This is an optimization exercise on Yosys and OpenROAD, whose aim is small area, a short achievable clock period and few clock cycles per item, not a production implementation. Where RTL was checked, it was by simulation tests only, not by an equivalence proof against the original. The RTL of runs 4 and 5 was laid out without a check of its function. No activity file was given, so power comes from the tool's default toggle rates.

<file path="design/flow/config.mk">
export PLATFORM = sky130hd
export DESIGN_NAME = tkt_rx
export DESIGN_NICKNAME = tkt_rx
export VERILOG_FILES = /design/flow/design.v
export SDC_FILE = /design/flow/constraint.sdc
export NUM_CORES = 4
export LEC_CHECK = 0
export CAP_MARGIN = 20
export CORE_MARGIN = 2
export CORE_UTILIZATION = 40
export SETUP_SLACK_MARGIN = 5
export SLEW_MARGIN = 20
</file>
<file path="design/flow/run.sh">
#!/bin/bash
# synth_recipe.tcl (not shown) runs the flow's synth.tcl, then flattens the netlist and writes it again
# the make line also repeats each setting of config.mk as NAME=value (left out here)
make -C /OpenROAD-flow-scripts/flow DESIGN_CONFIG=/design/flow/config.mk WORK_HOME=/design/flow/orfs CLKGATE_MAP_FILE= SYNTH_SCRIPT=/design/flow/synth_recipe.tcl finish
</file>
<file path="design/flow/constraint.sdc">
create_clock -name core_clock -period 10.0 [get_ports {clk}]
set_input_delay 2.0000 -clock core_clock [delete_from_list [all_inputs] [get_ports {clk}]]
set_output_delay 2.0000 -clock core_clock [all_outputs]
set_load 0.01 [all_outputs]
</file>
<file path="design/flow/design.v">
module tkt_rx (
    input  wire        clk,
    input  wire        rst,
    input  wire        cfg_we,
    output reg         cfg_ready,
    input  wire [4:0]  cfg_idx,
    input  wire        cfg_en,
    input  wire        cfg_xtd,
    input  wire [2:0]  cfg_len,
    input  wire [7:0]  cfg_maxgap,
    input  wire [9:0]  cfg_age,
    input  wire [31:0] cfg_id,
    input  wire        s_valid,
    output reg         s_ready,
    input  wire [31:0] s_data,
    input  wire [4:0]  s_conn,
    input  wire [6:0]  s_flen,
    input  wire        s_xtd,
    input  wire [15:0] s_stamp,
    output reg         r_valid,
    output reg  [4:0]  r_conn,
    output reg  [2:0]  r_reason,
    output reg         r_gap,
    output reg  [15:0] r_rejcnt
);
    function [31:0] crc_m(input [31:0] c);
        begin
            crc_m[0] = ^{c[1], c[2], c[4], c[5], c[6], c[7], c[9], c[11], c[14], c[15], c[16], c[20], c[23], c[24], c[25], c[26], c[27], c[28]};
            crc_m[1] = ^{c[2], c[3], c[5], c[6], c[7], c[8], c[10], c[12], c[15], c[16], c[17], c[21], c[24], c[25], c[26], c[27], c[28], c[29]};
            crc_m[2] = ^{c[3], c[4], c[6], c[7], c[8], c[9], c[11], c[13], c[16], c[17], c[18], c[22], c[25], c[26], c[27], c[28], c[29], c[30]};
            crc_m[3] = ^{c[0], c[4], c[5], c[7], c[8], c[9], c[10], c[12], c[14], c[17], c[18], c[19], c[23], c[26], c[27], c[28], c[29], c[30], c[31]};
            crc_m[4] = ^{c[0], c[2], c[4], c[7], c[8], c[10], c[13], c[14], c[16], c[18], c[19], c[23], c[25], c[26], c[29], c[30], c[31]};
            crc_m[5] = ^{c[0], c[2], c[3], c[4], c[6], c[7], c[8], c[16], c[17], c[19], c[23], c[25], c[28], c[30], c[31]};
            crc_m[6] = ^{c[2], c[3], c[6], c[8], c[11], c[14], c[15], c[16], c[17], c[18], c[23], c[25], c[27], c[28], c[29], c[31]};
            crc_m[7] = ^{c[0], c[1], c[2], c[3], c[5], c[6], c[11], c[12], c[14], c[17], c[18], c[19], c[20], c[23], c[25], c[27], c[29], c[30]};
            crc_m[8] = ^{c[1], c[2], c[3], c[4], c[6], c[7], c[12], c[13], c[15], c[18], c[19], c[20], c[21], c[24], c[26], c[28], c[30], c[31]};
            crc_m[9] = ^{c[0], c[1], c[3], c[6], c[8], c[9], c[11], c[13], c[15], c[19], c[21], c[22], c[23], c[24], c[26], c[28], c[29], c[31]};
            crc_m[10] = ^{c[5], c[6], c[10], c[11], c[12], c[15], c[22], c[26], c[28], c[29], c[30]};
            crc_m[11] = ^{c[0], c[6], c[7], c[11], c[12], c[13], c[16], c[23], c[27], c[29], c[30], c[31]};
            crc_m[12] = ^{c[2], c[4], c[5], c[6], c[8], c[9], c[11], c[12], c[13], c[15], c[16], c[17], c[20], c[23], c[25], c[26], c[27], c[30], c[31]};
            crc_m[13] = ^{c[0], c[1], c[2], c[3], c[4], c[10], c[11], c[12], c[13], c[15], c[17], c[18], c[20], c[21], c[23], c[25], c[31]};
            crc_m[14] = ^{c[3], c[6], c[7], c[9], c[12], c[13], c[15], c[18], c[19], c[20], c[21], c[22], c[23], c[25], c[27], c[28]};
            crc_m[15] = ^{c[0], c[4], c[7], c[8], c[10], c[13], c[14], c[16], c[19], c[20], c[21], c[22], c[23], c[24], c[26], c[28], c[29]};
            crc_m[16] = ^{c[0], c[1], c[5], c[8], c[9], c[11], c[14], c[15], c[17], c[20], c[21], c[22], c[23], c[24], c[25], c[27], c[29], c[30]};
            crc_m[17] = ^{c[1], c[2], c[6], c[9], c[10], c[12], c[15], c[16], c[18], c[21], c[22], c[23], c[24], c[25], c[26], c[28], c[30], c[31]};
            crc_m[18] = ^{c[0], c[1], c[3], c[4], c[5], c[6], c[9], c[10], c[13], c[14], c[15], c[17], c[19], c[20], c[22], c[28], c[29], c[31]};
            crc_m[19] = ^{c[9], c[10], c[18], c[21], c[24], c[25], c[26], c[27], c[28], c[29], c[30]};
            crc_m[20] = ^{c[10], c[11], c[19], c[22], c[25], c[26], c[27], c[28], c[29], c[30], c[31]};
            crc_m[21] = ^{c[1], c[2], c[4], c[5], c[6], c[7], c[9], c[12], c[14], c[15], c[16], c[24], c[25], c[29], c[30], c[31]};
            crc_m[22] = ^{c[0], c[1], c[3], c[4], c[8], c[9], c[10], c[11], c[13], c[14], c[17], c[20], c[23], c[24], c[27], c[28], c[30], c[31]};
            crc_m[23] = ^{c[6], c[7], c[10], c[12], c[16], c[18], c[20], c[21], c[23], c[26], c[27], c[29], c[31]};
            crc_m[24] = ^{c[0], c[1], c[2], c[4], c[5], c[6], c[8], c[9], c[13], c[14], c[15], c[16], c[17], c[19], c[20], c[21], c[22], c[23], c[25], c[26], c[30]};
            crc_m[25] = ^{c[1], c[2], c[3], c[5], c[6], c[7], c[9], c[10], c[14], c[15], c[16], c[17], c[18], c[20], c[21], c[22], c[23], c[24], c[26], c[27], c[31]};
            crc_m[26] = ^{c[0], c[1], c[3], c[5], c[8], c[9], c[10], c[14], c[17], c[18], c[19], c[20], c[21], c[22], c[26]};
            crc_m[27] = ^{c[0], c[1], c[2], c[4], c[6], c[9], c[10], c[11], c[15], c[18], c[19], c[20], c[21], c[22], c[23], c[27]};
            crc_m[28] = ^{c[0], c[1], c[2], c[3], c[5], c[7], c[10], c[11], c[12], c[16], c[19], c[20], c[21], c[22], c[23], c[24], c[28]};
            crc_m[29] = ^{c[1], c[2], c[3], c[4], c[6], c[8], c[11], c[12], c[13], c[17], c[20], c[21], c[22], c[23], c[24], c[25], c[29]};
            crc_m[30] = ^{c[0], c[2], c[3], c[4], c[5], c[7], c[9], c[12], c[13], c[14], c[18], c[21], c[22], c[23], c[24], c[25], c[26], c[30]};
            crc_m[31] = ^{c[0], c[1], c[3], c[4], c[5], c[6], c[8], c[10], c[13], c[14], c[15], c[19], c[22], c[23], c[24], c[25], c[26], c[27], c[31]};
        end
    endfunction
    function [4:0] len_words(input [2:0] code);
        case (code)
            3'd0: len_words = 5'd2;
            3'd1: len_words = 5'd3;
            3'd2: len_words = 5'd4;
            3'd3: len_words = 5'd5;
            3'd4: len_words = 5'd6;
            3'd5: len_words = 5'd8;
            3'd6: len_words = 5'd12;
            default: len_words = 5'd16;
        endcase
    endfunction
    function [3:0] flen_code(input [6:0] f);
        case (f)
            7'd8:  flen_code = 4'b1000;
            7'd12: flen_code = 4'b1001;
            7'd16: flen_code = 4'b1010;
            7'd20: flen_code = 4'b1011;
            7'd24: flen_code = 4'b1100;
            7'd32: flen_code = 4'b1101;
            7'd48: flen_code = 4'b1110;
            7'd64: flen_code = 4'b1111;
            default: flen_code = 4'b0000;
        endcase
    endfunction
    function cout15(input [14:0] a, input [14:0] b, input cin);
        reg [15:0] g, p;
        reg [7:0]  g1, p1;
        reg [3:0]  g2, p2;
        reg [1:0]  g3, p3;
        integer i;
        begin
            g = {a & b, cin};
            p = {a | b, 1'b0};
            for (i = 0; i < 8; i = i + 1) begin
                g1[i] = g[2*i+1] | (p[2*i+1] & g[2*i]);
                p1[i] = p[2*i+1] & p[2*i];
            end
            for (i = 0; i < 4; i = i + 1) begin
                g2[i] = g1[2*i+1] | (p1[2*i+1] & g1[2*i]);
                p2[i] = p1[2*i+1] & p1[2*i];
            end
            for (i = 0; i < 2; i = i + 1) begin
                g3[i] = g2[2*i+1] | (p2[2*i+1] & g2[2*i]);
                p3[i] = p2[2*i+1] & p2[2*i];
            end
            cout15 = g3[1] | (p3[1] & g3[0]);
        end
    endfunction
    function neg16(input [15:0] a, input [15:0] b);
        neg16 = a[15] ^ ~b[15] ^ cout15(a[14:0], ~b[14:0], 1'b1);
    endfunction
    reg [1023:0] rg_k;      
    reg [95:0]   rg_len;
    reg [31:0]   rg_xtd;
    reg [255:0]  rg_mg;     
    reg [319:0]  rg_am;     
    reg [31:0]   rg_on;     
    reg [31:0]   rg_run;    
    reg [511:0]  rg_seq;
    reg [511:0]  rg_ts;
    reg [4:0]    ph;
    reg          in_v, in_first, in_last, in_tr;
    reg [31:0]   in_d;
    reg [4:0]    in_conn;
    reg [6:0]    in_flen;
    reg          in_xtd;
    reg [15:0]   in_stamp;
    reg [4:0]    ileft;     
    reg [31:0]   acc;       
    reg [4:0]    h_conn;
    reg [3:0]    h_fc;
    reg          h_xtd;
    reg [15:0]   h_stamp;
    reg [31:0]   trailer;   
    reg          held;      
    localparam RW = 90;
    reg [RW-1:0] q0, q1;
    reg          v0, v1;
    reg          s1;
    reg [7:0]    s1_sel;
    reg          s2_v;
    reg [7:0]    s2_sel;
    reg [15:0]   s2_seq, s2_ts;
    reg [7:0]    s2_mg;
    reg          s2_on, s2_run, s2_len_bad, s2_crc_bad, s2_age_bad;
    reg          s3_v;
    reg [2:0]    s3_reason;
    reg          s3_gap;
    reg          s3_rej;
    reg [7:0]    s3_wb;
    reg [1:0]    cfg_st;    
    reg [4:0]    cfg_cnt;
    wire        beat    = s_valid & s_ready;
    wire        ifirst  = (ileft == 5'd0);
    wire [4:0]  iwords  = s_flen[6:2];
    wire        ilast   = ifirst ? (iwords == 5'd1) : (ileft == 5'd1);
    wire        itr     = ifirst ? (iwords == 5'd2) : (ileft == 5'd2);
    wire [31:0] x  = (acc & {32{~in_first}}) ^ (in_d & {32{in_v}});
    wire [31:0] mx = crc_m(x);
    wire        push     = (in_v & in_last) | held;
    wire        pop      = s3_v;
    wire        can_push = ~v1 | pop;
    wire        push_ok  = push & can_push;
    wire [4:0]  rec_conn = in_first ? in_conn : h_conn;
    wire [15:0] rec_age  = h_stamp - trailer[31:16];
    wire [RW-1:0] rec = {rec_conn,
                         in_first ? flen_code(in_flen) : h_fc,
                         in_first ? in_xtd : h_xtd,
                         rec_age, trailer, x};
    wire [4:0]  q_conn = q0[89:85];
    wire [3:0]  q_fc   = q0[84:81];
    wire        q_xtd  = q0[80];
    wire [15:0] q_age  = q0[79:64];
    wire [15:0] q_ts   = q0[63:48];
    wire [15:0] q_seq  = q0[47:32];
    wire [31:0] q_syn  = q0[31:0];
    reg [31:0] t_k;
    reg [2:0]  t_len;
    reg        t_xtd;
    reg [7:0]  t_mg;
    reg [9:0]  t_am;
    reg        t_on, t_run;
    reg [15:0] t_seq, t_ts;
    integer j;
    always @(*) begin
        t_k = 32'd0; t_len = 3'd0; t_xtd = 1'b0; t_mg = 8'd0; t_am = 10'd0;
        t_on = 1'b0; t_run = 1'b0; t_seq = 16'd0; t_ts = 16'd0;
        for (j = 0; j < 8; j = j + 1) begin
            t_k   = t_k   | (rg_k  [j*4*32 +: 32] & {32{s1_sel[j]}});
            t_len = t_len | (rg_len[j*4*3 +: 3]   & {3{s1_sel[j]}});
            t_xtd = t_xtd | (rg_xtd[j*4]          & s1_sel[j]);
            t_mg  = t_mg  | (rg_mg [j*4*8 +: 8]   & {8{s1_sel[j]}});
            t_am  = t_am  | (rg_am [j*4*10 +: 10] & {10{s1_sel[j]}});
            t_on  = t_on  | (rg_on [j*4]          & s1_sel[j]);
            t_run = t_run | (rg_run[j*4]          & s1_sel[j]);
            t_seq = t_seq | (rg_seq[j*4*16 +: 16] & {16{s1_sel[j]}});
            t_ts  = t_ts  | (rg_ts [j*4*16 +: 16] & {16{s1_sel[j]}});
        end
    end
    wire len_bad = ~q_fc[3] || (q_fc[2:0] != t_len) || (q_xtd != t_xtd);
    wire crc_bad = (q_syn != ~t_k);
    wire age_ok  = (q_age == 16'hFFFF) || ((q_age[15:10] == 6'd0) && (q_age[9:0] <= t_am));
    wire age_bad = (t_am != 10'd0) && !age_ok;
    wire [15:0] g_m   = ~{8'd0, s2_mg};
    wire [15:0] g_s   = q_seq ^ ~s2_seq ^ g_m;
    wire [15:0] g_c   = {(q_seq[14:0] & ~s2_seq[14:0]) | (q_seq[14:0] & g_m[14:0]) |
                         (~s2_seq[14:0] & g_m[14:0]), 1'b0};
    wire seq_zero = (q_seq == s2_seq);
    wire seq_neg  = neg16(q_seq, s2_seq);
    wire seq_bad  = s2_run && (seq_zero || seq_neg);
    wire ts_bad   = s2_run && neg16(q_ts, s2_ts);
    wire gap      = s2_run && ~(g_s[15] ^ g_c[15] ^ cout15(g_s[14:0], g_c[14:0], 1'b0));
    reg [2:0] reason;
    reg       gap_out;
    always @(*) begin
        gap_out = 1'b0;
        if (!s2_on)            reason = 3'd6;
        else if (s2_len_bad)   reason = 3'd1;
        else if (s2_crc_bad)   reason = 3'd2;
        else if (seq_bad)      reason = 3'd3;
        else if (ts_bad)       reason = 3'd4;
        else begin
            gap_out = gap;
            reason  = s2_age_bad ? 3'd5 : 3'd0;
        end
    end
    wire idle    = ifirst & ~in_v & ~held & ~v0 & (cfg_st == 2'd0);
    wire cfg_acc = cfg_we & cfg_ready;
    wire [4:0] wpos = h_conn + ph;
    wire cfg_wr  = (cfg_st == 2'd2) && (wpos == 5'd1);
    wire [9:0] amax_in = (cfg_age > 10'd1000) ? 10'd1000 : cfg_age;
    wire v0_n = pop ? (v1 | push_ok) : (v0 | push_ok);
    wire v1_n = pop ? (v1 & push_ok) : (v1 | (v0 & push_ok));
    wire held_n     = push & ~can_push;
    wire push_n     = (beat & ilast) | held_n;
    wire can_push_n = ~v1_n | s2_v;
    wire first_n    = beat ? ilast : ifirst;
    wire cfg_busy_n = cfg_acc | ((cfg_st != 2'd0) & ~cfg_wr);
    wire [4:0] ph_n = rst ? 5'd0 : ph + 5'd1;
    wire [4:0] q0c_n = (pop ? v1 : v0) ? (pop ? q1[89:85] : q_conn) : rec_conn;
    wire [4:0] cpos_n = q0c_n + ph_n;
    wire       go_n   = v0_n & ~s1 & ~s2_v & ~rst & (cpos_n[1:0] == 2'b00);
    integer p;
    always @(posedge clk) begin
        for (p = 0; p < 32; p = p + 1) begin
            rg_k  [((p+1)%32)*32 +: 32] <= rg_k  [p*32 +: 32];
            rg_len[((p+1)%32)*3  +: 3]  <= rg_len[p*3  +: 3];
            rg_xtd[(p+1)%32]            <= rg_xtd[p];
            rg_mg [((p+1)%32)*8  +: 8]  <= rg_mg [p*8  +: 8];
            rg_am [((p+1)%32)*10 +: 10] <= rg_am [p*10 +: 10];
            rg_on [(p+1)%32]            <= rg_on [p] & ~rst;
            rg_run[(p+1)%32]            <= rg_run[p];
            rg_seq[((p+1)%32)*16 +: 16] <= rg_seq[p*16 +: 16];
            rg_ts [((p+1)%32)*16 +: 16] <= rg_ts [p*16 +: 16];
        end
        for (p = 0; p < 8; p = p + 1)
            if (s3_wb[p]) begin
                rg_seq[(p*4+3)*16 +: 16] <= q_seq;
                rg_ts [(p*4+3)*16 +: 16] <= q_ts;
                rg_run[p*4+3]            <= 1'b1;
            end
        if (cfg_wr) begin
            rg_k  [2*32 +: 32] <= acc;
            rg_am [2*10 +: 10] <= trailer[9:0];
            rg_mg [2*8  +: 8]  <= trailer[17:10];
            rg_len[2*3  +: 3]  <= trailer[20:18];
            rg_xtd[2]          <= trailer[21];
            rg_on [2]          <= trailer[22] & ~rst;
            rg_run[2]          <= rg_on[1] & rg_run[1];
        end
        ph <= ph_n;
        in_v     <= beat & ~rst;
        in_first <= beat & ifirst & ~rst;
        in_last  <= beat & ilast & ~rst;
        in_tr    <= beat & itr & ~rst;
        in_d     <= s_data;
        in_conn  <= s_conn;
        in_flen  <= s_flen;
        in_xtd   <= s_xtd;
        in_stamp <= s_stamp;
        if (rst)
            ileft <= 5'd0;
        else if (beat)
            ileft <= ifirst ? iwords - 5'd1 : ileft - 5'd1;
        if (cfg_acc)
            acc <= ~cfg_id;
        else if (in_v | (cfg_st == 2'd1))
            acc <= in_last ? x : mx;
        if (cfg_acc)
            h_conn <= cfg_idx;
        else if (in_first) begin
            h_conn  <= in_conn;
            h_fc    <= flen_code(in_flen);
            h_xtd   <= in_xtd;
            h_stamp <= in_stamp;
        end
        if (cfg_acc)
            trailer <= {9'd0, cfg_en, cfg_xtd, cfg_len, cfg_maxgap, amax_in};
        else if (in_tr)
            trailer <= in_d;
        held <= held_n & ~rst;
        if (pop) begin
            q0 <= v1 ? q1 : rec;
            if (v1 && push)
                q1 <= rec;
        end else if (push) begin
            if (!v0) q0 <= rec;
            else if (!v1) q1 <= rec;
        end
        v0 <= v0_n & ~rst;
        v1 <= v1_n & ~rst;
        s1 <= go_n;
        for (p = 0; p < 8; p = p + 1)
            s1_sel[p] <= go_n && (cpos_n[4:2] == p);
        s2_v       <= s1 & ~rst;
        s2_sel     <= s1_sel;
        s2_seq     <= t_seq;
        s2_ts      <= t_ts;
        s2_mg      <= t_mg;
        s2_on      <= t_on;
        s2_run     <= t_run;
        s2_len_bad <= len_bad;
        s2_crc_bad <= crc_bad;
        s2_age_bad <= age_bad;
        s3_v      <= s2_v & ~rst;
        s3_reason <= reason;
        s3_gap    <= gap_out;
        s3_rej    <= (reason != 3'd0) && (reason != 3'd6);
        for (p = 0; p < 8; p = p + 1)
            s3_wb[p] <= s2_v && s2_sel[p] && (reason == 3'd0) && !rst;
        r_valid  <= s3_v & ~rst;
        r_conn   <= q_conn;
        r_reason <= s3_reason;
        r_gap    <= s3_gap;
        if (rst)
            r_rejcnt <= 16'd0;
        else if (s3_v && s3_rej && (r_rejcnt != 16'hFFFF))
            r_rejcnt <= r_rejcnt + 16'd1;
        if (rst) begin
            cfg_st <= 2'd0;
        end else if (cfg_acc) begin
            cfg_st  <= 2'd1;
            cfg_cnt <= len_words(cfg_len);
        end else if (cfg_st == 2'd1) begin
            cfg_cnt <= cfg_cnt - 5'd1;
            if (cfg_cnt == 5'd1)
                cfg_st <= 2'd2;
        end else if (cfg_wr) begin
            cfg_st <= 2'd0;
        end
        cfg_ready <= ~rst & cfg_we & ~cfg_acc & idle & ~beat;
        s_ready <= rst | (~(push_n & ~can_push_n) &
                          ~(first_n & (cfg_we | cfg_busy_n)));
    end
endmodule
</file>
==> results of run 1 <==
-- Yosys cell counts, drive strengths merged, types with 4 or more instances --
cell type  instances
mux2i             24
nor4              10
nand2            324
and2               7
edfxtp           261
clkbuf           176
a31oi              7
ha                72
a211oi             9
and3               4
buf               32
xor2             107
xnor2            232
nand4            102
o21a               8
a22oi            353
nor2             294
xnor3             15
a31o               4
nor2b             75
a22o               5
dfxtp           3015
or3                6
maj3               7
and4              14
or2               10
a21oi             87
mux2             322
nand2b            23
nand3             24
o22ai              7
nor3              18
o21ai             73
a221oi            23
o2111ai            4
o211ai             9
o31ai              5
inv              113
a21o              18
nor3b              4
fa                10
-- logic make-up after synthesis --
kind of cell    Yosys count
xor+xnor                356
simple gates            926
buf+inv                 322
mux                     346
fa+ha+maj                89
compound gates          643
flops                  3276
-- power by group through the flow --
stage	Combinational, mW	Sequential (mW)	Clock [mW]
3_3_place_gp	6.83	14.3	0
3_5_place_dp	6.93	14.3	0
2_1_floorplan	5.52	14.2	0
5_1_grt	7.58	14.0	12.0
6_report	7.06	14.0	11.2
4_1_cts	6.97	14.0	11.5
-- layout make-up --
| cell class | instances | share of cell area, % |
|---|---|---|
| diodes | 5 | 0.01232 |
| clock buffers | 436 | 8.809 |
| clock inverters | 94 | 0.8256 |
| inverters | 114 | 0.4214 |
| multi-input cells | 2360 | 17.44 |
| flip-flops and latches | 3276 | 67.22 |
| well taps | 2854 | 3.517 |
| repair buffers | 187 | 1.752 |
-- routing by layer --
layer,routed length (um),share of wire [%],vias up,track usage [%]
met5,26,0.013,-,0
met4,5631,2.9,4,5.681
met3,9007,4.6,370,2.841
met2,88400,46,1092,27.43
met1,91040,47,21570,23.86
li1,-,-,20690,-
-- stage by stage --
| step | total power, mW | cells | utilization, % | setup slack (ns) |
|---|---|---|---|---|
| floorplan | 19.70 | 5958 | - | 5.780 |
| global placement | 21.14 | 8791 | 42.33 | 4.973 |
| detailed placement | 21.24 | 8791 | 42.33 | 4.917 |
| CTS | 32.45 | 9321 | 46.84 | 5.788 |
| global route | 33.58 | 9324 | 46.85 | 5.642 |
| finish | 32.31 | 9326 | 46.85 | 5.802 |
-- sequential cells by signal (all words and copies together), names as in the netlist, 90 cells and up --
name / flops
rg_mg: 256
rg_k: 1024
rg_am: 320
q1: 90
rg_len: 96
rg_seq: 512
rg_ts: 512
q0: 90
-- worst max path at each step --
stage / start / end / slack [ns] / cells after the start
after global routing: cfg_we / trailer[18] / 5.64 / 6
after detailed placement: cfg_we / trailer[20] / 4.92 / 6
after CTS: s1_sel[5] / s2_age_bad / 5.79 / 11
after global placement: cfg_we / trailer[0] / 4.97 / 6
final: cfg_we / trailer[18] / 5.80 / 6
after floorplan: rst / s1_sel[6] / 5.78 / 12
-- critical path, cell delays in order --
cell	delay, ns
clkdlybuf4s50_1	0.46
and2_2	0.21
buf_4	0.24
inv_2	0.45
buf_4	0.54
nand2b_1	0.67
==> metrics.md, run 1 <==
| Metric | Value |
|---|---|
| Peak VDD IR | `0.0004108 V` |
| Largest net degree at the start of global routing | `84` |
| Dominant cells by area after synthesis | `dfxtp_1 (69%), edfxtp_1 (9.0%), mux2_2 (4.2%)` |
| Core ar. | `216700 um^2` |
| Net count after synthesis | `6165` |
| Mux share of post-synthesis cell area | `4.439%` |
| Critical path class | `in2reg` |
| Total leakage power | `39.54 nW` |
| Internal cell power | `23.83 mW` |
| Wirelength per Cell | `20.81 um` |
| Reg-to-reg endpoint | `s2_age_bad` |
| Worst hold start | `rg_k[804]` |
| Post-synthesis simple-gate area fraction | `4.926%` |
| Worst EP arrival | `4.61 ns` |
| Crit path time final | `4.198 ns` |
| Setup violators final | `0` |
| Routed Antenna Nets | `0` |
| Hold endpoint | `rg_k[836]` |
| Clock Skew | `0.05393 ns` |
| DRC errors left | `0` |
| Die Y | `470.7 um` |
| 1st-iter DRT viols | `3003` |
| Adder-cell share of the synthesized area | `1.344%` |
| Slew margin rel. | `21.91%` |
| Vias per cell | `4.689` |
| Unrepaired setup endpoints after global routing | `false` |
| DPL Wire Length | `117700 um` |
| Synth Area in Compound Gates | `5.161%` |
| Post-synth design cell area | `87100 um^2` |
| Layout fillers | `18.76k` |
| Setup crit end kind | `flop` |
| I/O Buffers | `152` |
| Flop pwr share | `43.4%` |
| Combinational power share | `21.8%` |
| Via count | `43.73k` |
| Layout area overhead | `16.57%` |
| Most frequent cells in the layout | `dfxtp_1 (2998), a22oi_1 (353), mux2_2 (322), nand2_1 (321), clkbuf_16 (321)` |
| Rows | `171` |
| Clock net sink count | `3276` |
| Vias in the first global route | `44.42k` |
| Net Sw Power | `8.481 mW` |
| CTS buffer count | `308` |
| #FFs+latches synth | `3276` |
| Max Freq | `0.2382 GHz` |
| Top FF cell, synth | `dfxtp_1` |
| Critical path startpoint category | `input port` |
| R2R Setup Slk | `5.82 ns` |
| Pwr per Cell Area | `318.2 nW/um^2` |
| Grt ovf | `0` |
| EDFF count, synth | `261` |
| WP data required | `10.41 ns` |
| Top-area cell type share of the netlist area | `69.29%` |
| Largest family of logic cells by synthesized area | `compound AO/OA/AOI/OAI gates` |
| CTS tree | `done` |
| Final nets | `6454` |
| Hold Path Depth | `0` |
| Area of the multi-input gates | `17710 um^2` |
| Number of library cell types mapped by synthesis | `77` |
| Xor/xnor cell area share of the yosys netlist | `4.400%` |
| Status | `timing/DRC/antenna clean` |
| R2R Path Start | `s1_sel[5]` |
| First-pass GRT wire length | `287400 um` |
| Switching Share | `26.25%` |
| Die W | `470.7 um` |
| DIE AREA | `221500 um^2` |
| Async SR Flop Fraction | `0%` |
| GPL Wtd Cong | `0.9030` |
| H-tree Lvls | `5` |
| Post-CTS resize count | `0` |
| Detailed Route WL | `194100 um` |
| Max Slew Vio Count | `0` |
| Worst min path class | `reg2reg` |
| Post-synthesis sequential area ratio | `78.29%` |
| Design area | `101500 um^2` |
| Commonest non-fill, non-tap cell in the layout | `dfxtp_1` |
| R2r worst-path depth | `11` |
| Placed inst area | `91740 um^2` |
| Reg area | `68250 um^2` |
| Synth warn | `1` |
| Number of I/O pins | `153` |
| Post-CTS Hold Buffers | `0` |
| CTS clock-pin slew for the worst setup and hold paths | `0.06 ns` |
| CTS Buffer Depth | `4` |
| Starting density of the core | `40.19%` |
| Clock network fraction of total power | `34.8%` |
| Overall Global Routing Usage | `17.23%` |
| Yosys top cell by area | `dfxtp_1` |
| Initial antenna violation count | `15` |
| Max FO, Critical Path | `40` |
| Gate Count Post-Synth | `5958` |
| Slew of the pin with the lowest slew margin | `1.171 ns` |
| Hold Slack | `0.2837 ns` |
| CTS Root Cell | `clkbuf_16` |
| Pre-antenna DRT Iters | `7` |
| Worst-Skew Late Latency | `0.91 ns` |
| Post-CTS setup buffer count | `0` |
| Share of cells above drive strength 1 | `14.04%` |
| Final Hold Vio Count | `0` |
| Max-cap violations | `0` |
| Period utilization | `41.98%` |
| Setup_tns | `0 ns` |
| Avg Inst Size Synth | `14.62 um^2` |
Testbench counts, summed over its fixed seeds: cycles 23,327, frames 3,200.
==> run 2, diff against run 1 <==
==> design/flow/flow/run.sh (new file) <==
#!/bin/bash
# The standard layout (the standard.sh, standard synthesis unchanged),
# with the port buffers made as buf_4 cells instead of the default choice and
# timing repair aiming further below the clock period.
set -euo pipefail
bash standard.sh \
  BUFFER_PORTS_ARGS="-buffer_cell sky130_fd_sc_hd__buf_4" \
  SETUP_SLACK_MARGIN=${MARGIN:-6.5} \
  finish > orfs_make.log 2>&1
==> design/flow/standard.sh (new file) <==
#!/bin/bash
# synth_recipe.tcl (not shown) runs the flow's synth.tcl, then flattens the netlist and writes it again
# the make line also repeats each setting of config.mk as NAME=value (left out here)
make -C /OpenROAD-flow-scripts/flow DESIGN_CONFIG=/design/flow/config.mk WORK_HOME=/design/flow/orfs CLKGATE_MAP_FILE= SYNTH_SCRIPT=/design/flow/synth_recipe.tcl "${@:-finish}"
--- a/design/flow/config.mk
+++ b/design/flow/config.mk
@@ -8,5 +8,7 @@
 export CAP_MARGIN = 20
 export CORE_MARGIN = 2
 export CORE_UTILIZATION = 40
+export CTS_CLUSTER_DIAMETER = 100
+export CTS_CLUSTER_SIZE = 30
 export SETUP_SLACK_MARGIN = 5
 export SLEW_MARGIN = 20
removed: design/flow/run.sh
==> run 2 against run 1 <==
  * Area after synthesis stayed put
  * Non-clock buffer count grew 18
  * Sequential cell count unchanged
  * Die area unchanged
  * Register-to-register slack better by 0.66 ns
  * Largest power group unchanged
  * Critical endpoint is now s2_age_bad
  * Via count is 3.1% lower
  * Fmax grew 19%
  * Still clean
  * Clock power fell by 46%
  * Utilization down 2.9 points
==> metrics.md, run 2 <==
| Metric | Value |
|---|---|
| #FFs+latches synth | `3276` |
| DRC errors left | `0` |
| Post-synth design cell area | `87100 um^2` |
| Most frequent cells in the layout | `dfxtp_1 (2995), a22oi_1 (353), mux2_2 (322), nand2_1 (321), nor2_1 (292)` |
| Share of cells above drive strength 1 | `12.47%` |
| CTS Root Cell | `clkbuf_16` |
| Critical path class | `reg2reg` |
| Total power | `27.38 mW` |
| Hold endpoint | `rg_am[206]` |
| First-pass GRT wire length | `281600 um` |
| DIE AREA | `221500 um^2` |
| Setup crit end kind | `flop` |
| Clock network fraction of total power | `22.0%` |
| Worst min path class | `reg2reg` |
| Pwr per Cell Area | `287.6 nW/um^2` |
| Max Freq | `0.2839 GHz` |
| Commonest non-fill, non-tap cell in the layout | `dfxtp_1` |
| Crit path time final | `3.523 ns` |
| Rows | `171` |
| 1st-iter DRT viols | `3221` |
| Design area | `95210 um^2` |
| EDFF count, synth | `261` |
| DPL Wire Length | `120000 um` |
| Internal cell power | `19.67 mW` |
| Synth warn | `1` |
| Grt ovf | `0` |
| Flop pwr share | `51.2%` |
| Total leakage power | `36.64 nW` |
| Pre-antenna DRT Iters | `6` |
| Number of flip-flops in the largest register | `1024` |
| Via count | `42.35k` |
| R2r worst-path depth | `10` |
| H-tree Lvls | `3` |
| Top-area cell type share of the netlist area | `69.29%` |
| Yosys top cell by area | `dfxtp_1` |
| Max-cap violations | `0` |
| Period utilization | `35.23%` |
| Largest regs | `rg_k: 1024 flops, rg_seq: 512 flops, rg_ts: 512 flops` |
| Largest net degree at the start of global routing | `69` |
| Setup violators final | `0` |
| Die W | `470.7 um` |
| Net Sw Power | `7.715 mW` |
| Final Hold Vio Count | `0` |
| Combinational power share | `26.7%` |
| Async SR Flop Fraction | `0%` |
| Vias in the first global route | `42.26k` |
| Dominant cells by area after synthesis | `dfxtp_1 (69%), edfxtp_1 (9.0%), mux2_2 (4.2%)` |
| Clock net sink count | `3276` |
| Wirelength per Cell | `21.24 um` |
| Overall Global Routing Usage | `16.93%` |
| Core ar. | `216700 um^2` |
| Top FF cell, synth | `dfxtp_1` |
| Detailed Route WL | `191000 um` |
| CTS Buffer Depth | `3` |
| Initial antenna violation count | `13` |
| R2R Setup Slk | `6.48 ns` |
| Final nets | `6284` |
| Slew of the pin with the lowest slew margin | `1.099 ns` |
| Peak VDD IR | `0.0003501 V` |
| Slew margin rel. | `25.97%` |
| Status | `timing/DRC/antenna clean` |
| CTS clock-pin slew for the worst setup and hold paths | `0.12 ns` |
| Post-synthesis sequential area ratio | `78.29%` |
| CTS tree | `done` |
| Layout area overhead | `9.302%` |
| Setup_tns | `0 ns` |
| Hold Slack | `0.3181 ns` |
| Starting density of the core | `40.19%` |
| Hold Path Depth | `0` |
| Worst EP arrival | `4.20 ns` |
| Worst hold start | `rg_am[196]` |
| Switching Share | `28.18%` |
| Placed inst area | `91400 um^2` |
| Most common cell in the netlist | `dfxtp_1` |
| Post-Layout Cell Count | `8994` |
| Vias per cell | `4.709` |
| Commonest cells in the netlist | `dfxtp_1 (3015), a22oi_1 (353), nand2_1 (324)` |
| WP data required | `10.68 ns` |
| Unrepaired setup endpoints after global routing | `true` |
| Routed Antenna Nets | `0` |
| Worst-Skew Late Latency | `0.79 ns` |
| Avg Inst Size Synth | `14.62 um^2` |
| GPL Wtd Cong | `0.9282` |
| Reg with most FFs | `rg_k` |
| Cells after DPL | `8790` |
| Max Slew Vio Count | `0` |
| Clock Skew | `0.04200 ns` |
| I/O Buffers | `152` |
| Critical path startpoint category | `flop` |
| Max FO, Critical Path | `37` |
| Number of I/O pins | `153` |
| CTS buffer count | `120` |
| Number of library cell types mapped by synthesis | `77` |
| R2R Path Start | `s1_sel[3]` |
| Die Y | `470.7 um` |
| Reg-to-reg endpoint | `s2_age_bad` |
| Gate Count Post-Synth | `5958` |
| Net count after synthesis | `6165` |
## run 2: worst max-delay path: stages (launching register included)
cell and delay [ns]:
dfxtp_4 0.74, buf_4 0.71, a22oi_1 0.23, and4_1 0.31, ha_1 0.19, a21o_1 0.16
a21o_1 0.18, a21oi_1 0.17, o211ai_1 0.10, a2111oi_0 0.40, a211oi_1 0.09
## run 2: metal layers
layer | share of wire [%] | track usage, %
met5 | 0.0068 | 0
met4 | 2.5 | 4.357
met1 | 48 | 24.35
met2 | 46 | 27.01
met3 | 3.9 | 2.090
## run 2: repair_timing
| item | 4_1_cts | 5_1_grt |
|---|---|---|
| hold buffers | 0 | 0 |
| hold endpoints to repair | 0 | 0 |
| pin swaps | 0 | 7 |
| gates resized for setup | 16 | 28 |
| setup buffers | 1 | 18 |
| endpoints found under the setup margin | 123 | 152 |
## run 2: worst max path at each step
| stage | startpoint | endpoint | slack [ns] |
|---|---|---|---|
| 3_5_place_dp | cfg_we | trailer[4] | 5.37 |
| 5_1_grt | s1_sel[5] | s2_age_bad | 6.37 |
| 2_1_floorplan | rst | s1_sel[6] | 6.21 |
| 6_report | s1_sel[3] | s2_age_bad | 6.48 |
| 3_3_place_gp | cfg_we | trailer[4] | 5.42 |
| 4_1_cts | s1_sel[6] | s2_age_bad | 6.24 |
## run 2: power groups by stage
stage	clock network [mW]	registers (mW)	logic, mW
after detailed placement	0	14.3	7.09
after global placement	0	14.3	7.08
after CTS	6.19	14.0	7.15
after global routing	6.63	14.0	7.82
after floorplan	0	14.2	5.53
final	6.03	14.0	7.32
## run 2: cells by family (layout without fill, tap and decap cells)
kind of cell | Yosys count | count (layout) | share of synthesized area [%]
AOI/OAI and AO/OA | 643 | 643 | 5.161
other | 0 | 4 | 0
DFF | 3276 | 3276 | 78.29
muxes | 346 | 346 | 4.439
buffers and inverters | 322 | 500 | 1.439
xor gates and xnor gates | 356 | 356 | 4.400
and+or+nand+nor | 926 | 926 | 4.926
adders and majority gates | 89 | 89 | 1.344
## run 2: through the flow
stage,util (%),setup slack [ns]
5_1_grt,43.93,6.369
6_report,43.93,6.477
3_3_place_gp,42.17,5.423
3_5_place_dp,42.17,5.366
2_1_floorplan,-,6.215
4_1_cts,43.78,6.239
## run 2: layout make-up
| type | count | area (um^2) |
|---|---|---|
| fillers | 19280 | 121500 |
| flip-flops and latches | 3276 | 68260 |
| multi-input cells | 2360 | 17900 |
| well taps | 2854 | 3571 |
| clock buffers | 173 | 3233 |
| repair buffers | 205 | 1648 |
| inverters | 114 | 427.9 |
| clock inverters | 8 | 152.6 |
| diodes | 4 | 10.01 |
==> run 3, diff against run 2 <==
--- a/design/flow/config.mk
+++ b/design/flow/config.mk
@@ -8,7 +8,5 @@
 export CAP_MARGIN = 20
 export CORE_MARGIN = 2
 export CORE_UTILIZATION = 40
-export CTS_CLUSTER_DIAMETER = 100
-export CTS_CLUSTER_SIZE = 30
 export SETUP_SLACK_MARGIN = 5
 export SLEW_MARGIN = 20
==> run 3 against run 2 <==
  * Register-to-register slack gained 0.02 ns
  * Synthesized cell count is the same
  * Clock power grew 92%
  * Worst hold slack lost 0.032 ns
  * Clock skew grew 0.012 ns
  * First-iteration DRC count shrank 9.6%
  * Worst setup slack gained 0.022 ns
  * Non-clock buffer count grew 10
  * Count of clock-buffer cells in the layout grew 263
  * Sequential share of layout area shrank 4.8 points
  * Critical path depth grew 1
  * Largest power group unchanged
==> metrics.md, run 3 <==
| Metric | Value |
|---|---|
| Layout area overhead | `17.26%` |
| Top FF cell, synth | `dfxtp_1` |
| Yosys top cell by area | `dfxtp_1` |
| CTS clock-pin slew for the worst setup and hold paths | `0.07 ns` |
| Final nets | `6481` |
| Setup crit end kind | `flop` |
| EDFF count, synth | `261` |
| Pwr per Cell Area | `323.5 nW/um^2` |
| Design area | `102100 um^2` |
| Clock net sink count | `3276` |
| WP data required | `10.76 ns` |
| Crit path time final | `3.501 ns` |
| CTS buffer count | `307` |
| Max-cap violations | `0` |
| Number of I/O pins | `153` |
| 1st-iter DRT viols | `2912` |
| Worst-Skew Late Latency | `0.90 ns` |
| Total power | `33.04 mW` |
| Vias in the first global route | `44.41k` |
| Top-area cell type share of the netlist area | `69.29%` |
| Worst min path class | `reg2reg` |
| Setup violators final | `0` |
| Slew margin rel. | `8.880%` |
| Wirelength per Cell | `21.01 um` |
| Rows | `171` |
| Commonest non-fill, non-tap cell in the layout | `dfxtp_1` |
| Share of cells above drive strength 1 | `17.52%` |
| Overall Global Routing Usage | `17.50%` |
| Number of library cell types mapped by synthesis | `77` |
| Critical path startpoint category | `flop` |
| Core ar. | `216700 um^2` |
| Post-synth design cell area | `87100 um^2` |
| Die W | `470.7 um` |
| Async SR Flop Fraction | `0%` |
| Worst EP arrival | `4.26 ns` |
| Starting density of the core | `40.19%` |
| Largest net degree at the start of global routing | `69` |
| Critical path class | `reg2reg` |
| DPL Wire Length | `120000 um` |
| CTS Root Cell | `clkbuf_16` |
| Unrepaired setup endpoints after global routing | `true` |
| Number of flip-flops in the largest register | `1024` |
| Pre-antenna DRT Iters | `5` |
| Grt ovf | `0` |
| Synth warn | `1` |
| Commonest cells in the netlist | `dfxtp_1 (3015), a22oi_1 (353), nand2_1 (324)` |
| Period utilization | `35.01%` |
| Status | `timing/DRC/antenna clean` |
| Peak VDD IR | `0.0003480 V` |
| I/O Buffers | `152` |
| Cells after DPL | `8790` |
| Largest regs | `rg_k: 1024 flops, rg_seq: 512 flops, rg_ts: 512 flops` |
| Max Freq | `0.2857 GHz` |
| DIE AREA | `221500 um^2` |
| #FFs+latches synth | `3276` |
| Die Y | `470.7 um` |
| Clock Skew | `0.05422 ns` |
| Post-Layout Cell Count | `9361` |
| Most common cell in the netlist | `dfxtp_1` |
| Reg with most FFs | `rg_k` |
| CTS tree | `done` |
| Via count | `43.85k` |
| Most frequent cells in the layout | `dfxtp_1 (2984), a22oi_1 (353), mux2_2 (322), nand2_1 (321), clkbuf_16 (321)` |
| Initial antenna violation count | `10` |
| Avg Inst Size Synth | `14.62 um^2` |
| Vias per cell | `4.685` |
| Placed inst area | `91400 um^2` |
| Max FO, Critical Path | `44` |
| Gate Count Post-Synth | `5958` |
| Net count after synthesis | `6165` |
| DRC errors left | `0` |
| Slew of the pin with the lowest slew margin | `1.353 ns` |
| GPL Wtd Cong | `0.9282` |
| Post-CTS Hold Buffers | `0` |
| Setup_tns | `0 ns` |
| Routed Antenna Nets | `0` |
| H-tree Lvls | `5` |
| Final Hold Vio Count | `0` |
| First-pass GRT wire length | `291100 um` |
| Detailed Route WL | `196700 um` |
| Dominant cells by area after synthesis | `dfxtp_1 (69%), edfxtp_1 (9.0%), mux2_2 (4.2%)` |
| Post-synthesis sequential area ratio | `78.29%` |
| Total leakage power | `40.13 nW` |
| CTS Buffer Depth | `4` |
| Max Slew Vio Count | `0` |
[run 3: cell counts after synthesis]
Identical to the previous run, type by type.
[run 3: critical path: stages (launching register included)]
cell       delay (ns)
dfxtp_4          0.52
buf_6            0.55
buf_12           0.41
a22oi_1          0.12
and4_1           0.26
ha_1             0.30
a21o_1           0.19
a21o_1           0.18
a21oi_1          0.16
o211ai_1         0.10
a2111oi_0        0.41
a211oi_1         0.09
[run 3: through the flow]
step,util (%),hold slack (ns),worst slack (ns)
floorplan,-,0.3096,6.215
global placement,42.17,0.3095,5.423
detailed placement,42.17,0.3121,5.366
CTS,46.95,0.2864,6.340
global route,47.12,0.2936,6.379
finish,47.12,0.2864,6.499
[run 3: what timing repair did]
item / in CTS / in global routing
pin swaps: 1 / 8
resized for setup: 29 / 25
buffers inserted: 1 / 28
endpoints found under the setup margin: 138 / 126
[run 3: where the power goes]
part	internal, mW	switching [mW]
sequential	13.8	0.192
combinational	3.57	3.81
clock	6.87	4.75
total	24.3	8.75
[run 3: worst paths after layout]
check	from	end	slack, ns	cells after the start
hold reg to reg	rg_k[473]	rg_k[505]	0.29	0
hold / removal	rg_k[473]	rg_k[505]	0.29	0
setup reg to reg	s1_sel[4]	s2_age_bad	6.50	11
setup / recovery	s1_sel[4]	s2_age_bad	6.50	11
[run 3: cell type report]
class,count,area [um^2]
fill,18640,114600
timing repair buffer,215,1720
sequential,3276,68270
clock buffer,436,9105
inverter,114,427.9
antenna,2,5.005
multi-input combinational,2360,17910
tap,2854,3571
clock inverter,104,1120
[run 3: logic make-up after synthesis]
| kind of cell | synth area share (%) |
|---|---|
| AO/OA/AOI/OAI | 5.161 |
| XOR/XNOR | 4.400 |
| adder cells (fa/ha/maj) | 1.344 |
| buffers and inverters | 1.439 |
| flip-flops | 78.29 |
| multiplexers | 4.439 |
| AND/OR/NAND/NOR | 4.926 |
[run 3: per-layer routing]
layer / part of all wire, % / vias to the layer above / GRT usage [%]
met5: 0 / - / 0
met4: 2.7 / 0 / 5.441
met3: 4.9 / 325 / 3.037
met2: 46 / 1085 / 27.61
met1: 47 / 21700 / 24.50
li1: - / 20750 / -
==> run 4, diff against run 3 <==
--- a/design/flow/design.v
+++ b/design/flow/design.v
@@ -123,10 +123,6 @@
     reg [4:0]    ph;
     reg          in_v, in_first, in_last, in_tr;
     reg [31:0]   in_d;
-    reg [4:0]    in_conn;
-    reg [6:0]    in_flen;
-    reg          in_xtd;
-    reg [15:0]   in_stamp;
     reg [4:0]    ileft;     
     reg [31:0]   acc;       
     reg [4:0]    h_conn;
@@ -146,6 +142,7 @@
     reg [7:0]    s2_mg;
     reg          s2_on, s2_run, s2_len_bad, s2_crc_bad, s2_age_bad;
     reg          s3_v;
+    reg [15:0]   s3_seq, s3_ts;
     reg [2:0]    s3_reason;
     reg          s3_gap;
     reg          s3_rej;
@@ -160,15 +157,12 @@
     wire [31:0] x  = (acc & {32{~in_first}}) ^ (in_d & {32{in_v}});
     wire [31:0] mx = crc_m(x);
     wire        push     = (in_v & in_last) | held;
-    wire        pop      = s3_v;
+    wire        pop      = s2_v;
     wire        can_push = ~v1 | pop;
     wire        push_ok  = push & can_push;
-    wire [4:0]  rec_conn = in_first ? in_conn : h_conn;
+    wire [4:0]  rec_conn = h_conn;
     wire [15:0] rec_age  = h_stamp - trailer[31:16];
-    wire [RW-1:0] rec = {rec_conn,
-                         in_first ? flen_code(in_flen) : h_fc,
-                         in_first ? in_xtd : h_xtd,
-                         rec_age, trailer, x};
+    wire [RW-1:0] rec = {h_conn, h_fc, h_xtd, rec_age, trailer, x};
     wire [4:0]  q_conn = q0[89:85];
     wire [3:0]  q_fc   = q0[84:81];
     wire        q_xtd  = q0[80];
@@ -235,13 +229,13 @@
     wire v1_n = pop ? (v1 & push_ok) : (v1 | (v0 & push_ok));
     wire held_n     = push & ~can_push;
     wire push_n     = (beat & ilast) | held_n;
-    wire can_push_n = ~v1_n | s2_v;
+    wire can_push_n = ~v1_n | s1;
     wire first_n    = beat ? ilast : ifirst;
     wire cfg_busy_n = cfg_acc | ((cfg_st != 2'd0) & ~cfg_wr);
     wire [4:0] ph_n = rst ? 5'd0 : ph + 5'd1;
     wire [4:0] q0c_n = (pop ? v1 : v0) ? (pop ? q1[89:85] : q_conn) : rec_conn;
     wire [4:0] cpos_n = q0c_n + ph_n;
-    wire       go_n   = v0_n & ~s1 & ~s2_v & ~rst & (cpos_n[1:0] == 2'b00);
+    wire       go_n   = v0_n & ~s1 & ~rst & (cpos_n[1:0] == 2'b00);
     integer p;
     always @(posedge clk) begin
         for (p = 0; p < 32; p = p + 1) begin
@@ -257,8 +251,8 @@
         end
         for (p = 0; p < 8; p = p + 1)
             if (s3_wb[p]) begin
-                rg_seq[(p*4+3)*16 +: 16] <= q_seq;
-                rg_ts [(p*4+3)*16 +: 16] <= q_ts;
+                rg_seq[(p*4+3)*16 +: 16] <= s3_seq;
+                rg_ts [(p*4+3)*16 +: 16] <= s3_ts;
                 rg_run[p*4+3]            <= 1'b1;
             end
         if (cfg_wr) begin
@@ -276,10 +270,6 @@
         in_last  <= beat & ilast & ~rst;
         in_tr    <= beat & itr & ~rst;
         in_d     <= s_data;
-        in_conn  <= s_conn;
-        in_flen  <= s_flen;
-        in_xtd   <= s_xtd;
-        in_stamp <= s_stamp;
         if (rst)
             ileft <= 5'd0;
         else if (beat)
@@ -290,11 +280,11 @@
             acc <= in_last ? x : mx;
         if (cfg_acc)
             h_conn <= cfg_idx;
-        else if (in_first) begin
-            h_conn  <= in_conn;
-            h_fc    <= flen_code(in_flen);
-            h_xtd   <= in_xtd;
-            h_stamp <= in_stamp;
+        else if (beat & ifirst) begin
+            h_conn  <= s_conn;
+            h_fc    <= flen_code(s_flen);
+            h_xtd   <= s_xtd;
+            h_stamp <= s_stamp;
         end
         if (cfg_acc)
             trailer <= {9'd0, cfg_en, cfg_xtd, cfg_len, cfg_maxgap, amax_in};
@@ -325,13 +315,16 @@
         s2_crc_bad <= crc_bad;
         s2_age_bad <= age_bad;
         s3_v      <= s2_v & ~rst;
+        s3_seq    <= q_seq;
+        s3_ts     <= q_ts;
+        if (s2_v)
+            r_conn <= q_conn;
         s3_reason <= reason;
         s3_gap    <= gap_out;
         s3_rej    <= (reason != 3'd0) && (reason != 3'd6);
         for (p = 0; p < 8; p = p + 1)
             s3_wb[p] <= s2_v && s2_sel[p] && (reason == 3'd0) && !rst;
         r_valid  <= s3_v & ~rst;
-        r_conn   <= q_conn;
         r_reason <= s3_reason;
         r_gap    <= s3_gap;
         if (rst)
--- a/design/flow/config.mk
+++ b/design/flow/config.mk
@@ -8,5 +8,7 @@
 export CAP_MARGIN = 20
 export CORE_MARGIN = 2
 export CORE_UTILIZATION = 40
+export CTS_CLUSTER_DIAMETER = 80
+export CTS_CLUSTER_SIZE = 26
 export SETUP_SLACK_MARGIN = 5
 export SLEW_MARGIN = 20
==> run 4 against run 3 <==
  * Sequential share of layout area rose by 4.2 points
  * Sequential cell count rose by 3
  * Synthesized cell count fell by 0.23%
  * First-iteration DRC count grew 7.8%
  * Fmax up 1.1%
  * Worst hold slack better by 0.020 ns
  * Die area rose by 0.30%
  * Global-route usage decreased by 0.71 points
  * Cell count down 3.7%
==> metrics.md, run 4 <==
| Metric | Value |
|---|---|
| Number of I/O pins | `153` |
| Status | `timing/DRC/antenna clean` |
| CTS Buffer Depth | `3` |
| Unrepaired setup endpoints after global routing | `true` |
| Pre-antenna DRT Iters | `5` |
| Post-synthesis sequential area ratio | `78.24%` |
| Max-cap violations | `0` |
| GPL Wtd Cong | `0.8769` |
| Crit path time final | `3.463 ns` |
| Total leakage power | `37.02 nW` |
| Mux share of post-synthesis cell area | `4.379%` |
| CTS clock-pin slew for the worst setup and hold paths | `0.10 ns` |
| Yosys top cell by area | `dfxtp_1` |
| Area of the multi-input gates | `17980 um^2` |
| Dominant cells by area after synthesis | `dfxtp_1 (69%), edfxtp_1 (9.3%), mux2_2 (4.2%)` |
| Worst min path class | `reg2reg` |
| Critical path startpoint category | `flop` |
| R2R Path Start | `s1_sel[0]` |
| Max FO, Critical Path | `40` |
| Adder-cell share of the synthesized area | `1.383%` |
| DR top layer | `met5` |
| Initial antenna violation count | `6` |
| Post-synthesis simple-gate area fraction | `5.138%` |
| Layout area overhead | `10.21%` |
| Design area | `96290 um^2` |
| Pwr per Cell Area | `294.7 nW/um^2` |
| Slew margin rel. | `30.25%` |
| Starting density of the core | `40.23%` |
| Critical path class | `reg2reg` |
| Post-Layout Cell Count | `9012` |
| Most frequent cells in the layout | `dfxtp_1 (2984), nand2_1 (377), a22oi_1 (356), mux2_2 (322), edfxtp_1 (271)` |
| Routed Antenna Nets | `0` |
| Layout fillers | `19.24k` |
| Number of library cell types mapped by synthesis | `72` |
| Max Slew Vio Count | `0` |
| Reg-to-reg endpoint | `s2_age_bad` |
| Gate Count Post-Synth | `5944` |
| CP startpoint | `s1_sel[0]` |
| Number of flip-flops in the largest register | `1024` |
| Rows | `171` |
| WL met3 | `7187 um` |
| Commonest cells in the netlist | `dfxtp_1 (3008), nand2_1 (379), a22oi_1 (356)` |
| Async SR Flop Fraction | `0%` |
| Share of cells above drive strength 1 | `13.45%` |
| Avg Inst Size Synth | `14.70 um^2` |
| Met2 WL post-DR | `86170 um` |
| H-tree Lvls | `4` |
| Detailed Route WL | `189400 um` |
| Setup_tns | `0 ns` |
| Largest net degree at the start of global routing | `75` |
| Crit path to | `s2_age_bad` |
| Largest regs | `rg_k: 1024 flops, rg_seq: 512 flops, rg_ts: 512 flops` |
| #FFs+latches synth | `3279` |
| DPL Wire Length | `117700 um` |
| Worst EP arrival | `4.16 ns` |
| Vias per cell | `4.714` |
| Post-CTS Hold Buffers | `0` |
| Cells after DPL | `8781` |
| Synth warn | `1` |
| First-pass GRT wire length | `279700 um` |
| Net count after synthesis | `6154` |
| Top-area cell type share of the netlist area | `68.92%` |
| Clock Skew | `0.02489 ns` |
| Via count | `42.48k` |
| Setup crit end kind | `flop` |
| CTS Root Cell | `clkbuf_16` |
| Max Freq | `0.2888 GHz` |
| Slew of the pin with the lowest slew margin | `1.044 ns` |
| Top FF cell, synth | `dfxtp_1` |
| Post-synth design cell area | `87370 um^2` |
| DRC errors left | `0` |
| R2r worst-path depth | `11` |
| CTS tree | `done` |
| CTS buffer count | `150` |
| R2R Setup Slk | `6.54 ns` |
| Die Y | `471.4 um` |
| Xor/xnor cell area share of the yosys netlist | `4.511%` |
| Setup violators final | `0` |
| Met1 WL | `91100 um` |
| Reg area | `68430 um^2` |
| Clock net sink count | `3279` |
| DIE AREA | `222200 um^2` |
| Synth Area in Compound Gates | `5.028%` |
| Die W | `471.4 um` |
| Wirelength per Cell | `21.02 um` |
| Largest family of logic cells by synthesized area | `simple AND/OR/NAND/NOR gates` |
| Grt ovf | `0` |
| Peak VDD IR | `0.0006763 V` |
| Period utilization | `34.63%` |
| Most common cell in the netlist | `dfxtp_1` |
| 1st-iter DRT viols | `3138` |
| Core ar. | `217200 um^2` |
| Final Hold Vio Count | `0` |
| I/O Buffers | `152` |
| Commonest non-fill, non-tap cell in the layout | `dfxtp_1` |
| Overall Global Routing Usage | `16.80%` |
| Final nets | `6294` |
| WP data required | `10.70 ns` |
| Worst-Skew Late Latency | `0.83 ns` |
| Placed inst area | `91670 um^2` |
| Vias in the first global route | `42.61k` |
| Reg with most FFs | `rg_k` |
| EDFF count, synth | `271` |
## run 4: cell count changes in the layout (fill, tap and decap cells not counted), moves of 27 or more
| cell | change |
|---|---|
| clkbuf_16 | -169 |
| clkbuf_8 | -60 |
| nand2_1 | +56 |
| nor2_1 | -43 |
| clkinv_2 | -42 |
| buf_4 | -27 |
## run 4: how the worst min path moves through the flow
stage	to	cells past startpoint	start	slack [ns]
2_1_floorplan	r_gap	0	s3_gap	0.31
3_3_place_gp	rg_k[275]	0	rg_k[243]	0.31
3_5_place_dp	rg_k[400]	0	rg_k[368]	0.31
4_1_cts	rg_k[620]	0	rg_k[588]	0.30
5_1_grt	rg_k[253]	0	rg_k[221]	0.31
6_report	rg_k[620]	0	rg_k[588]	0.31
## run 4: critical path, cell delays in order, from the launching register on
cell and delay [ns]:
dfxtp_4 0.67, buf_8 0.39, buf_12 0.37, a22oi_1 0.15
and4_1 0.25, ha_1 0.30, a21o_1 0.19, a21o_1 0.16
a21oi_1 0.17, o211ai_1 0.11, a2111oi_0 0.46, a211oi_1 0.10
## run 4: kinds of logic after synthesis
family	after synthesis
multiplexers	342
flip-flops	3279
XOR/XNOR	356
AO/OA/AOI/OAI	620
AND/OR/NAND/NOR	961
adder cells (fa/ha/maj)	92
buffers and inverters	294
## run 4: layout make-up
cell class	instances	share of cell area, %
Inverter	94	0.3664
Antenna cell	2	0.005198
Tap cell	2854	3.708
Clock inverter	30	0.4496
Clock buffer	194	4.155
Timing Repair Buffer	187	1.572
Multi-Input combinational cell	2372	18.68
Sequential cell	3279	71.07
## run 4: through the flow
stage | setup WS (ns) | hold WS [ns] | total power [mW] | utilization, %
floorplan | 6.157 | 0.3096 | 20.09 | -
global placement | 5.843 | 0.3095 | 21.59 | 42.21
detailed placement | 5.809 | 0.3121 | 21.69 | 42.21
CTS | 6.328 | 0.3005 | 28.51 | 44.30
global route | 6.448 | 0.3094 | 29.59 | 44.34
finish | 6.537 | 0.3063 | 28.37 | 44.34
## run 4: routing by layer
metal / vias up / global-route usage [%]
li1: 20160 / -
met2: 860 / 26.68
met1: 21200 / 23.93
met4: 4 / 5.063
met5: - / 0
met3: 262 / 2.143
## run 4: timing repair
action,in CTS,in global routing
cloned,1,0
resized for setup,20,13
pin swaps,1,0
setup endpoints to repair,110,62
setup buffers,1,3
## run 4: report_power, final
| group | switching, mW | leakage [nW] | total, mW | internal [mW] |
|---|---|---|---|---|
| Combinational | 3.75 | 8.14 | 7.35 | 3.60 |
| Sequential | 0.234 | 26.7 | 14.1 | 13.9 |
| Clock | 4.00 | 2.15 | 6.91 | 2.91 |
==> run 5, diff against run 4 <==
--- a/design/flow/flow/run.sh
+++ b/design/flow/flow/run.sh
@@ -5,5 +5,5 @@
 set -euo pipefail
 bash standard.sh \
   BUFFER_PORTS_ARGS="-buffer_cell sky130_fd_sc_hd__buf_4" \
-  SETUP_SLACK_MARGIN=${MARGIN:-6.5} \
+  SETUP_SLACK_MARGIN=${MARGIN:-6.8} \
   finish > orfs_make.log 2>&1
--- a/design/flow/config.mk
+++ b/design/flow/config.mk
@@ -7,8 +7,8 @@
 export LEC_CHECK = 0
 export CAP_MARGIN = 20
 export CORE_MARGIN = 2
-export CORE_UTILIZATION = 40
-export CTS_CLUSTER_DIAMETER = 80
-export CTS_CLUSTER_SIZE = 26
+export CORE_UTILIZATION = 65
+export CTS_CLUSTER_DIAMETER = 60
+export CTS_CLUSTER_SIZE = 30
 export SETUP_SLACK_MARGIN = 5
 export SLEW_MARGIN = 20
==> run 5 against run 4 <==
  * Critical path depth down 10
  * Still clean on timing, DRC and antenna
  * Register-to-register slack gained 0.11 ns
  * Die area decreased by 38%
  * Wire length down 1.8%
  * First-iteration DRC count rose by 3.3%
  * Cell count fell by 11%
  * Global-route usage increased by 10 points
  * Clock power rose by 8.5%
  * Non-clock buffer count up 33
  * Total power up 2.9%
==> metrics.md, run 5 <==
| Metric | Value |
|---|---|
| Pwr per Cell Area | `303.0 nW/um^2` |
| Total leakage power | `37.67 nW` |
| Delay-heaviest family, CP | `flip-flops` |
| Initial antenna violation count | `8` |
| R2r worst-path depth | `11` |
| 1st-iter DRT viols | `3241` |
| CTS tree | `done` |
| Max FO, Critical Path | `1` |
| Global routing usage on met3 | `3.080%` |
| First-pass GRT wire length | `274400 um` |
| DPL Wire Length | `115000 um` |
| Mux share of post-synthesis cell area | `4.379%` |
| Synth warn | `1` |
| Gate Count Post-Synth | `5944` |
| Routed Antenna Nets | `0` |
| Largest regs | `rg_k: 1024 flops, rg_seq: 512 flops, rg_ts: 512 flops` |
| Max Freq | `0.2919 GHz` |
| Met2 usage | `43.55%` |
| Layout fillers | `8881` |
| Vias in the first global route | `42.40k` |
| R2R Setup Slk | `6.65 ns` |
| Clock net sink count | `3279` |
| R2R Path Start | `s1_sel[2]` |
| Setup violators final | `0` |
| Die W | `370.6 um` |
| Crit path time final | `3.425 ns` |
| DRC errors left | `0` |
| Final Hold Vio Count | `0` |
| Critical path startpoint category | `flop` |
| Commonest cells in the netlist | `dfxtp_1 (3008), nand2_1 (379), a22oi_1 (356)` |
| Post-synth design cell area | `87370 um^2` |
| Wirelength per Cell | `23.26 um` |
| Global route hottest layer | `met2` |
| Reg with most FFs | `rg_k` |
| Hold Slack | `0.3071 ns` |
| H-tree Lvls | `4` |
| Finished Core Util | `72.18%` |
| Most frequent cells in the layout | `dfxtp_1 (2966), nand2_1 (376), a22oi_1 (356), mux2_2 (322), edfxtp_1 (271)` |
| GPL Wtd Cong | `0.8997` |
| Yosys top cell by area | `dfxtp_1` |
| Share of cells above drive strength 1 | `15.22%` |
| Max stage delay cell, worst path | `edfxtp_1` |
| Via count | `42.78k` |
| Post-synthesis sequential area ratio | `78.24%` |
| Reg area | `68450 um^2` |
| CTS clock-pin slew for the worst setup and hold paths | `0.10 ns` |
| Dominant cells by area after synthesis | `dfxtp_1 (69%), edfxtp_1 (9.3%), mux2_2 (4.2%)` |
| Number of flip-flops in the largest register | `1024` |
| Starting density of the core | `65.47%` |
| Crit path buffers/inverters | `1` |
| Hold Path Depth | `0` |
| Layout area overhead | `10.26%` |
| Largest net degree at the start of global routing | `94` |
| Post-synthesis simple-gate area fraction | `5.138%` |
| Area of the multi-input gates | `18150 um^2` |
| Slew of the pin with the lowest slew margin | `1.069 ns` |
| Number of I/O pins | `153` |
| WP data required | `8.00 ns` |
| Reg-to-reg endpoint | `s2_age_bad` |
| Cells after DPL | `7700` |
| Setup crit end kind | `output pin` |
| Top FF cell, synth | `dfxtp_1` |
| Grt ovf | `0` |
| CTS Buffer Depth | `3` |
| I/O Buffers | `152` |
| Worst hold start | `rg_mg[31]` |
| Critical-path cell list | `buf_6` |
| DIE AREA | `137400 um^2` |
| Status | `timing/DRC/antenna clean` |
| Async SR Flop Fraction | `0%` |
| CP startpoint | `r_conn[4]` |
| Worst EP arrival | `1.43 ns` |
| Xor/xnor cell area share of the yosys netlist | `4.511%` |
| Post-Layout Cell Count | `7997` |
| Synth Area in Compound Gates | `5.028%` |
| Max-cap violations | `0` |
| CP Depth | `1` |
| CTS Root Cell | `clkbuf_16` |
| Rows | `134` |
| Crit path to | `r_conn[4]` |
| Met1 Use GR | `38.54%` |
| Max Slew Vio Count | `0` |
| Commonest non-fill, non-tap cell in the layout | `dfxtp_1` |
| Unrepaired setup endpoints after global routing | `true` |
| Clock Skew | `0.05761 ns` |
| Period utilization | `34.25%` |
| Worst-Skew Late Latency | `0.81 ns` |
| Die Y | `370.6 um` |
| Slew margin rel. | `28.73%` |
| Overall Global Routing Usage | `27.14%` |
| Number of library cell types mapped by synthesis | `72` |
| Final nets | `6330` |
| CP peak stage delay | `0.47 ns` |
| Most common cell in the netlist | `dfxtp_1` |
| Core ar. | `133500 um^2` |
| Pre-antenna DRT Iters | `6` |
| Largest family of logic cells by synthesized area | `simple AND/OR/NAND/NOR gates` |
| Worst min path class | `reg2reg` |
| Net count after synthesis | `6154` |
| Top-area cell type share of the netlist area | `68.92%` |
| CTS buffer count | `153` |
| Avg Inst Size Synth | `14.70 um^2` |
| #FFs+latches synth | `3279` |
| Setup_tns | `0 ns` |
| EDFF count, synth | `271` |
| Peak VDD IR | `0.0006516 V` |
| Adder-cell share of the synthesized area | `1.383%` |
| Critical path class | `reg2out` |
| Detailed Route WL | `186000 um` |
| Vias per cell | `5.350` |
| Total power | `29.19 mW` |
## run 5: cell counts after synthesis
No cell type changed its count.
## run 5: report_power, final
group          internal (mW)  total, mW  switching (mW)
registers               13.9       14.1           0.244
clock network           3.32       7.50            4.18
logic                   3.68       7.56            3.88
## run 5: worst min path at each step
| stage | to | slack, ns |
|---|---|---|
| 3_3_place_gp | rg_ts[44] | 0.31 |
| 5_1_grt | rg_mg[39] | 0.31 |
| 4_1_cts | rg_mg[39] | 0.31 |
| 3_5_place_dp | rg_am[240] | 0.31 |
| 6_report | rg_mg[39] | 0.31 |
| 2_1_floorplan | r_gap | 0.31 |
## run 5: logic make-up (layout without fill, tap and decap cells)
| group | count (synthesis) | in the layout |
|---|---|---|
| flip-flops | 3279 | 3279 |
| AND/OR/NAND/NOR | 961 | 962 |
| AO/OA/AOI/OAI | 620 | 620 |
| multiplexers | 342 | 342 |
| other | 0 | 6 |
| buffers and inverters | 294 | 572 |
| XOR/XNOR | 356 | 356 |
| adder cells (fa/ha/maj) | 92 | 92 |
## run 5: timing repair
action	4_1_cts	5_1_grt
hold buffers	0	0
buffers inserted	23	9
gates resized for setup	83	32
endpoints found under the setup margin	101	78
pin swaps	5	6
gates cloned	1	0
## run 5: cell type report
type	instances	share of cell area, %
clock buffer	190	4.477
antenna	6	0.01559
sequential	3279	71.06
inverter	94	0.3663
tap	1768	2.296
multi-input combinational	2372	18.84
timing repair buffer	220	2.000
clock inverter	68	0.9481
## run 5: per-layer routing
metal	up-vias	part of all wire, %
li1	20320	-
met1	21130	46
met2	1038	46
met3	298	4.0
met4	0	3.5
met5	-	0
## run 5: stage by stage
step	cell area (um^2)	worst slack [ns]
floorplan	87490	6.159
global placement	90330	5.636
detailed placement	90350	5.622
CTS	96080	6.523
global route	96330	6.535
finish	96340	6.575

## port drivers added, routing unchanged
Ports are ideal in the flow. The routed layouts listed here were re-timed in OpenROAD. Step 1, drivers: a clkbuf_16 drives clk and a buf_2 each remaining input, both assumed. Step 2 adds t to the input delays and takes it off the output delays; t is the mean of the earliest and latest rising clock arrival at the registers after step 1. Input paths then give back, and output paths get back, about the clock's delay inside the block. Three values: no drivers, after step 1, after step 2; two values: the first two.
run | shift t [ns] | slack for setup (ns) | clock arrival spread, ns
run 1 | 0.971 | 5.802 / 5.821 / 4.864 | 0.067 / 0.066
run 2 | 0.863 | 6.477 / 6.477 / 5.745 | 0.055 / 0.054
run 3 | 0.961 | 6.499 / 6.487 / 5.719 | 0.061 / 0.061
run 4 | 0.901 | 6.537 / 6.453 / 5.841 | 0.029 / 0.029
run 5 | 0.853 | 6.575 / 6.500 / 6.055 | 0.057 / 0.058
After both steps every run listed still meets setup and hold. For run 1, which loses most, drivers alone change the setup slack by +0.019 ns; drivers and shift together by -0.938 ns.
